Source: an optimization exercise on an open RTL-to-GDS flow (aim: small area). Production flows keep margins and buffers that such runs may drop.
At most, simulation tests tie the RTL to the original design; equivalence was not proved.

==> trial 82: inputs <==
## iso_link_rx
module iso_link_rx (
    input  wire        clk,
    input  wire        rst,             
    input  wire        rxd,             
    input  wire        beacon,          
    input  wire        tick_1us,        
    input  wire        tlm_lost_rd,     
    input  wire        crc_err_rd,      
    input  wire [7:0]  ld_fault_w1c,    
    input  wire        ld_vld_ov_w1c,   
    output reg         frm_valid,       
    output wire [3:0]  frm_type,
    output wire [47:0] frm_payload,
    output reg  [1:0]  state,           
    output reg         ssr,
    output reg         lclk_lock,
    output reg         line_present,
    output reg  [15:0] tlm_lost,
    output reg  [15:0] crc_err,
    output reg  [7:0]  qw_last,
    output wire [31:0] line_period,
    output reg  [31:0] zc_pos,
    output reg  [31:0] zc_neg,
    output reg  [9:0]  hvin_v,
    output reg  [11:0] vline_pk,
    output reg  [7:0]  ld_temp,
    output reg  [7:0]  ld_fault,
    output reg         ld_vld_ov,
    output reg         ev_line_loss,    
    output wire        ev_line_return,  
    output wire        ev_link_fault,   
    output wire        ev_tlm_loss,     
    output wire        ev_conv_fault,   
    output reg         lf_reset         
);
  ...
==> flow/config.mk <==
export PLATFORM = sky130hd
export DESIGN_NAME = iso_link_rx
export DESIGN_NICKNAME = iso_link_rx
export VERILOG_FILES = /design/flow/design.v
export SDC_FILE = /design/flow/constraint.sdc
export NUM_CORES = 4
export LEC_CHECK = 0
export CAP_MARGIN = 20
export CORE_MARGIN = 2
export CORE_UTILIZATION = 40
export PLACE_DENSITY = 0.6
export SLEW_MARGIN = 20
==> flow/constraint.sdc <==
create_clock -name core_clock -period 10.0 [get_ports {clk}]
set_input_delay 2.0000 -clock core_clock [delete_from_list [all_inputs] [get_ports {clk}]]
set_output_delay 2.0000 -clock core_clock [all_outputs]
set_load 0.01 [all_outputs]
standard.sh (not shown) runs the stock make flow with config.mk's settings and CLKGATE_MAP_FILE= SYNTH_SCRIPT=/design/flow/synth_recipe.tcl, a recipe that flattens the netlist after the stock synthesis.
==> flow/flow/run.sh <==
#!/bin/bash
# The standard layout (standard.sh), with two changes:
#  - every port still gets its buffer, but the smallest one (buf_1);
#  - the clock tree uses larger sink clusters and no dummy loads.
# The whole ORFS run's output goes to make.log here; ORFS keeps each step's
# log under orfs/logs/.
set -euo pipefail
export BUFFER_PORTS_ARGS="-buffer_cell sky130_fd_sc_hd__buf_1"
export CTS_ARGS="-sink_clustering_enable -repair_clock_nets -sink_clustering_size 30 -sink_clustering_max_diameter 80 -buf_list sky130_fd_sc_hd__clkbuf_16 -dont_use_dummy_load"
bash standard.sh > make.log 2>&1
==> inputs of build 94, as changes to trial 82 <==
--- a/flow/design.v
+++ b/flow/design.v
@@ -56,11 +56,16 @@
     wire       bit_ok    = bit_done && (rxd != bit_val);
     wire       violation = bit_done && (rxd == bit_val);
     wire       is_tlm    = rx_t == 2'b00;
     wire       type_bad  = bit_ok && bitcnt == 6'd4 && rx_pay[3:2] != 2'b10;
     wire       frm_end   = bit_ok && bitcnt == (is_tlm ? 6'd59 : 6'd51);
-    wire       shift_pay = bit_ok && (bitcnt < 6'd44 || (is_tlm && bitcnt < 6'd52));
+    wire       lt44      = !bitcnt[5] || (!bitcnt[4] && !(bitcnt[3] && bitcnt[2]));
+    wire       lt52      = !bitcnt[5] || !bitcnt[4] || (!bitcnt[3] && !bitcnt[2]);
+    wire       shift_pay = bit_ok && (lt44 || (is_tlm && lt52));
+    wire [5:0] bitcnt_inc;
+    wire [6:0] bci_c;
+    assign bci_c[0] = 1'b1;
     wire       crc_fb    = crc[7] ^ bit_val;
     wire [7:0] crc_next  = {crc[6:0], 1'b0} ^ (crc_fb ? 8'h2F : 8'h00);
     wire       fok       = frm_end && crc_next == 8'h00;
     wire       fbad      = (frm_end && crc_next != 8'h00) || type_bad;
     reg  [2:0] hs_nx;
@@ -94,11 +99,11 @@
             bitcnt <= 6'd0;
             crc    <= 8'hFF;
         end else begin
             half <= !half;
             if (bit_ok) begin
-                bitcnt <= bitcnt + 6'd1;
+                bitcnt <= bitcnt_inc;
                 crc    <= crc_next;
             end
         end
         if (bit_ok && bitcnt == 6'd4)
             rx_t <= rx_pay[1:0];
@@ -110,11 +115,14 @@
     wire [7:0]  tlm_seq   = rx_pay[47:40];
     wire [11:0] tlm_vline = rx_pay[39:28];
     wire [9:0]  tlm_hvin  = rx_pay[27:18];
     wire [7:0]  tlm_temp  = rx_pay[17:10];
     wire        tlm_ssr   = rx_pay[9];
-    wire [11:0] vline_abs = tlm_vline[11] ? (~tlm_vline + 12'd1) : tlm_vline;
+    wire [11:0] vline_abs;
+    wire [11:0] vabs_op = tlm_vline[11] ? (~tlm_vline + 12'd1) : tlm_vline;
+    wire [12:0] abs_c;
+    assign abs_c[0] = tlm_vline[11];
     wire        zc_pol    = rx_pay[39];
     wire        zc_lock   = rx_pay[37];
     wire [4:0]  zc_seq    = rx_pay[36:32];
     wire [31:0] stamp     = rx_pay[31:0];
     wire [7:0]  evt_code  = rx_pay[39:32];
@@ -128,20 +136,76 @@
     reg         loss_seen;
     reg  [31:0] loss_stamp;
     reg         lost_was0;
     reg  [28:0] lp;
     assign line_period = {3'b000, lp};
-    wire [7:0]  tlm_gap   = tlm_seq - tlm_last_seq - 8'd1;
+    wire [7:0]  tlm_gap;
+    wire [8:0]  gap_c;
+    assign gap_c[0] = 1'b0;
     wire [15:0] lost_inc  = (got_tlm && tlm_seen) ? {8'd0, tlm_gap} : 16'd0;
-    wire [16:0] lost_sum  = {1'b0, tlm_lost} + {1'b0, lost_inc};
+    wire [16:0] lost_sum;
+    wire [16:0] lost_c;
+    assign lost_c[0] = 1'b0;
     wire [15:0] lost_next = tlm_lost_rd ? lost_inc :
                             (lost_sum[16] ? 16'hFFFF : lost_sum[15:0]);
     wire [15:0] crc_inc   = fbad ? 16'd1 : 16'd0;
-    wire [16:0] crc_sum   = {1'b0, crc_err} + {1'b0, crc_inc};
+    wire [16:0] crc_sum;
+    wire [16:0] crc_sum_op = {1'b0, crc_err} + {16'd0, fbad};
+    wire [16:0] cs_c;
+    assign cs_c[0] = fbad;
     wire [15:0] crc_next_cnt = crc_err_rd ? crc_inc :
                             (crc_sum[16] ? 16'hFFFF : crc_sum[15:0]);
-    wire [31:0] period_raw = stamp - zc_pos;
+    wire [31:0] period_raw;
+    wire [32:0] per_c;
+    reg         per_c16;
+    wire        per_c16_now;
+    assign per_c[0] = 1'b1;
+    always @(posedge clk)
+        per_c16 <= per_c16_now;
+    wire [12:0] vpk_b;
+    assign vpk_b[0] = 1'b0;
+    genvar r;
+    generate
+        for (r = 0; r < 32; r = r + 1) begin : rip
+            assign period_raw[r] = stamp[r] ^ ~zc_pos[r] ^ per_c[r];
+            if (r != 15) begin : pc
+                assign per_c[r+1] = (stamp[r] & ~zc_pos[r]) | (per_c[r] & (stamp[r] ^ ~zc_pos[r]));
+            end else begin : pc16
+                assign per_c[16]  = per_c16;
+                assign per_c16_now = (stamp[r] & ~zc_pos[r]) | (per_c[r] & (stamp[r] ^ ~zc_pos[r]));
+            end
+            if (r < 6) begin : g6
+                assign bitcnt_inc[r] = bitcnt[r] ^ bci_c[r];
+                assign bci_c[r+1]    = bitcnt[r] & bci_c[r];
+            end
+            if (r < 12) begin : g12a
+                assign vline_abs[r] = vabs_op[r];
+                assign abs_c[r+1]   = (tlm_vline[r] ^ tlm_vline[11]) & abs_c[r];
+            end
+            if (r < 16) begin : g16a
+                assign crc_sum[r]  = crc_sum_op[r];
+                assign cs_c[r+1]   = crc_err[r] & cs_c[r];
+            end
+            if (r < 8) begin : g8
+                assign tlm_gap[r]  = tlm_seq[r] ^ ~tlm_last_seq[r] ^ gap_c[r];
+                assign gap_c[r+1]  = (tlm_seq[r] & ~tlm_last_seq[r]) |
+                                     (gap_c[r] & (tlm_seq[r] ^ ~tlm_last_seq[r]));
+            end
+            if (r < 12) begin : g12
+                assign vpk_b[r+1]  = (~vline_pk[r] & vline_abs[r]) |
+                                     (vpk_b[r] & ~(vline_pk[r] ^ vline_abs[r]));
+            end
+            if (r < 16) begin : g16
+                assign lost_sum[r] = tlm_lost[r] ^ lost_inc[r] ^ lost_c[r];
+                assign lost_c[r+1] = (tlm_lost[r] & lost_inc[r]) |
+                                     (lost_c[r] & (tlm_lost[r] ^ lost_inc[r]));
+            end
+        end
+    endgenerate
+    assign lost_sum[16] = lost_c[16];
+    assign crc_sum[16]  = crc_sum_op[16];
+    wire vline_gt = vpk_b[12];
     wire evt_01 = evt_code == 8'h01;
     wire evt_02 = evt_code == 8'h02;
     wire evt_07 = evt_code == 8'h07;
     reg  [7:0]  fault_set;
     reg         vld_set;
@@ -193,11 +257,11 @@
             if (got_tlm) begin
                 tlm_seen     <= 1'b1;
                 ssr          <= tlm_ssr;
                 hvin_v       <= tlm_hvin;
                 ld_temp      <= tlm_temp;
-                if (vline_abs > vline_pk)
+                if (vline_gt)
                     vline_pk <= vline_abs;
             end
             if (got_zc) begin
                 lclk_lock <= zc_lock;
                 if (zc_pol) begin
==> flow/flow/run.sh (replaced) <==
#!/bin/bash
# The standard layout (standard.sh), with two changes:
#  - every port still gets its buffer, but the smallest one (buf_1);
#  - the clock tree uses larger sink clusters and no dummy loads.
# The whole ORFS run's output goes to make.log here; ORFS keeps each step's
# log under orfs/logs/.
set -euo pipefail
export BUFFER_PORTS_ARGS="-buffer_cell sky130_fd_sc_hd__buf_1"
export CTS_ARGS="-sink_clustering_enable -repair_clock_nets -sink_clustering_size 18 -sink_clustering_max_diameter 150 -buf_list sky130_fd_sc_hd__clkbuf_8 -dont_use_dummy_load"
bash standard.sh > make.log 2>&1
--- a/flow/config.mk
+++ b/flow/config.mk
@@ -5,8 +5,8 @@
 export SDC_FILE = /design/flow/constraint.sdc
 export NUM_CORES = 4
 export LEC_CHECK = 0
 export CAP_MARGIN = 20
 export CORE_MARGIN = 2
-export CORE_UTILIZATION = 40
-export PLACE_DENSITY = 0.6
+export CORE_UTILIZATION = 60
+export PLACE_DENSITY = 0.75
 export SLEW_MARGIN = 20
==> notes <==
Count of clock-buffer cells in the layout: trial 82 is lower than build 94 (10).
Utilization: build 94 is higher than trial 82 (21 points).
Between build 94 and trial 82, the lower final area is in build 94 (gap 7.7%, measured against trial 82).
Between trial 82 and build 94, the lower worst setup slack is in build 94 (gap 1100 ps).
No functional check of the RTL was part of trial 82.

==> port drivers added, routing unchanged <==
In the flow no input, the clock included, has a driving cell. The finished layouts below were timed again as built, in two steps. Step 1, drivers: a clkbuf_16 drives clk and a buf_2 each remaining input, both assumed. Step 2 adds t to the input delays and takes it off the output delays; t is the mean of the earliest and latest rising clock arrival at the registers after step 1. Input paths then give back, and output paths get back, about the clock's delay inside the block. a / b / c = no drivers / after step 1 / after step 2; a / b = the first two.
run	t, ns	setup WS [ns]	hold slack, ns
trial 82	0.640	3.609 / 3.573 / 2.933	0.370 / 0.370 / 0.370
build 94	0.622	2.508 / 2.498 / 1.876	0.363 / 0.363 / 0.363
After both steps setup and hold are still met in every run listed. For trial 82, which loses most, drivers alone change the setup slack by -0.036 ns; drivers and shift together by -0.676 ns.
